Background: an optimization exercise with open tools, aiming at small area, a short achievable clock period and few clock cycles per item. Do not read the settings as production practice.
The RTL was checked by simulation tests, not by an equivalence proof against the original design.
Power and IR drop assume default switching activity.

onyx:
==> flow/design.v (excerpt) <==
module fp32_divsqrt (
    input  wire        clk,
    input  wire        rst,
    input  wire        in_valid,
    output wire        in_ready,
    input  wire        in_op,         
    input  wire [31:0] in_a,
    input  wire [31:0] in_b,
    output reg         out_valid,
    output wire [31:0] out_result,
    output wire [3:0]  out_flags      
);
    reg               busy;
    reg               op_r;
    reg               sign_r;
    reg        [4:0]  cnt;
    reg               first;      
    reg               last;       
    reg        [8:0]  exp_r;      
    reg        [25:1] W;
    reg        [24:0] D;          
    reg        [24:0] Q;
    reg        [3:0]  flg;
    assign in_ready   = !busy;
    assign out_result = {sign_r, exp_r[7:0], Q[22:0]};
    assign out_flags  = flg;
    wire [22:0] fa = in_a[22:0];
    wire [25:0] w_load = !in_op    ? {2'b01, fa, 1'b0} :
                         in_a[23]  ? {2'b00, fa, 1'b0} :
                                     {fa[22], !fa[22], fa[21:0], 2'b00};
    wire [24:0] d_load = in_op ? 25'h0800000 : {in_b[22:0], 2'b00};
    wire [7:0]  eb_in  = in_b[30:23];
    wire [24:0] q_load = {16'd0, eb_in[0], eb_in[1], eb_in[2], eb_in[3],
                          eb_in[4], eb_in[5], eb_in[6], eb_in[7], 1'b1};
    wire [8:0]  e_load = in_op ? {in_a[23], 1'b0, in_a[30:24]} : {1'b0, in_a[30:23]};
    wire [4:0]  c_load = in_op ? 5'd23 : 5'd25;
    wire [26:0] S    = {W[25:1], 2'b00};
    wire [26:0] T    = {1'b0, 1'b1, D};
    wire        ci   = !last | Q[0];
    wire [26:0] a_g  = S & ~T;
    wire [26:0] a_p  = S ^ ~T;
    wire [26:0] bg [0:8];
    wire [26:0] bp [0:8];
    assign bg[0] = {a_g[26:1], a_g[0] | (a_p[0] & ci)};
    assign bp[0] = a_p;
    genvar gk, gj;
    generate for (gk = 0; gk < 8; gk = gk + 1) begin : g_bk
        localparam integer SP = (gk < 4) ? (1 << gk) : (1 << (7 - gk));
        for (gj = 0; gj < 27; gj = gj + 1) begin : g_b
            if ((gk < 4) ? (((gj + 1) % (2 * SP)) == 0)
                         : ((((gj + 1) % (2 * SP)) == SP) && (gj > SP))) begin : g_op
  ...
export LEC_CHECK = 0
export CAP_MARGIN = 20
export CORE_MARGIN = 2
export CORE_UTILIZATION = 40
export PLACE_DENSITY = 0.4
export SLEW_MARGIN = 20
create_clock -name core_clock -period 10.0 [get_ports {clk}]
standard.sh (not shown) runs the stock make flow with config.mk's settings and CLKGATE_MAP_FILE= SYNTH_SCRIPT=/design/flow/synth_recipe.tcl, a recipe that flattens the netlist after the stock synthesis.
==> flow/flow/run.sh <==
#!/bin/bash
# Own layout flow: the standard synthesis, its combinational logic re-mapped
# for area (registers untouched), then the standard layout steps with timing
# repair aimed below the clock period.
set -euo pipefail
MARGIN=6.75
R=orfs/results/$FLOW_PLATFORM/fp32_divsqrt/base
bash standard.sh synth > synth_standard.log 2>&1
bash flow/resyn.sh $R flow > resyn.log 2>&1
rm -f $R/1_synth.odb $R/1_synth.sdc
bash standard.sh synth > synth_odb.log 2>&1
bash standard.sh SETUP_SLACK_MARGIN=$MARGIN BUFFER_PORTS_ARGS="-buffer_cell sky130_fd_sc_hd__buf_1" CTS_ARGS="-sink_clustering_enable -repair_clock_nets -dont_use_dummy_load -buf_list sky130_fd_sc_hd__clkbuf_8" finish > layout.log 2>&1
Other scripts of this flow, unchanged in this note and not shown: flow/flow/abc.constr, flow/flow/minilib.py, flow/flow/resyn.abc, flow/flow/resyn.sh
onyx: flow completed, timing, DRC and antenna clean
Testbench counts of onyx, summed over its fixed seeds: cycles 62,573, ops 2,400.
Modified inputs, amber compared to onyx
- a change of CORE_UTILIZATION from 40 to 50
- a change of PLACE_DENSITY from 0.4 to 0.5
Findings:
A worst setup path startpoint of D[15] is what amber shows, while busy belongs to onyx.
Sequential share of layout area, onyx and amber: lower on onyx
Re minimum clock period: amber is 0.065 ns up on onyx.
Sort onyx and amber by area of the core region desc -> top: onyx
### amber -> maple
- a deleted PLACE_DENSITY that had been 0.5
- a change of CORE_UTILIZATION from 50 to 40
==> comparison <==
- For amber and maple, there was not a single run that failed to finish clean.
- Clock transition time at the flip-flop clock pins of the worst setup and hold paths essentially unchanged between maple and amber.
- Summary of maple over amber: switching component of the power now smaller; count of clock-buffer cells in the layout stayed essentially flat.
- Looking at initial antenna violation count across amber and maple, the one that comes out higher is amber.
- On post-layout worst setup margin, maple does worse than amber.
- NOTE: final period demand of the worst path in maple exceeds that of amber
### maple -> garnet
- TNS_END_PERCENT newly set to 0
- garnet went all the way through the flow, and no timing, DRC or antenna check failed.
- The fraction of area in multi-input gates in garnet sits 0.58 points above the value recorded for maple.
- In the tables for garnet and maple, via count reads lower with garnet.
- Summary of garnet over maple: violation count after the first detailed-route iteration lower, proportion of cell area occupied by registers +0.60 points, largest vdd supply drop went down 3.2 µV, worst hold slack across all endpoints held steady, power went down.
- Against maple, garnet comes in 10 lower on cell count.
- Changes observed in garnet relative to maple: setup slack of the critical path after layout went down, met2 usage held.

static timing again, ports no longer ideal:
The results above use ideal ports. As a check the final layouts listed here were re-extracted and re-timed, cells and wires unchanged.
Step 1 sets driving cells, clkbuf_16 on the clock port and buf_2 on the other inputs (assumed; they add their load-dependent delay and slew).
Step 2 adds t to the input delays and takes it off the output delays; t is the mean of the earliest and latest rising clock arrival at the registers after step 1. Input paths then give back, and output paths get back, about the clock's delay inside the block.
Slacks: no drivers / after step 1 / after step 2; pairs: no drivers / after step 1.
run | t (ns) | slack for setup (ns) | worst register clock-pin slew, ns | worst data-port slew with drivers (ns)
onyx | 0.420 | 6.863 / 6.822 / 6.496 | 0.11 / 0.11 | 0.04
amber | 0.419 | 6.798 / 6.798 / 6.518 | 0.09 / 0.09 | 0.04
maple | 0.423 | 6.787 / 6.748 / 6.425 | 0.10 / 0.10 | 0.04
garnet | 0.425 | 6.712 / 6.673 / 6.430 | 0.10 / 0.10 | 0.04
After both steps setup and hold are still met in every run listed. For onyx, which loses most, drivers alone change the setup slack by -0.041 ns; drivers and shift together by -0.367 ns.
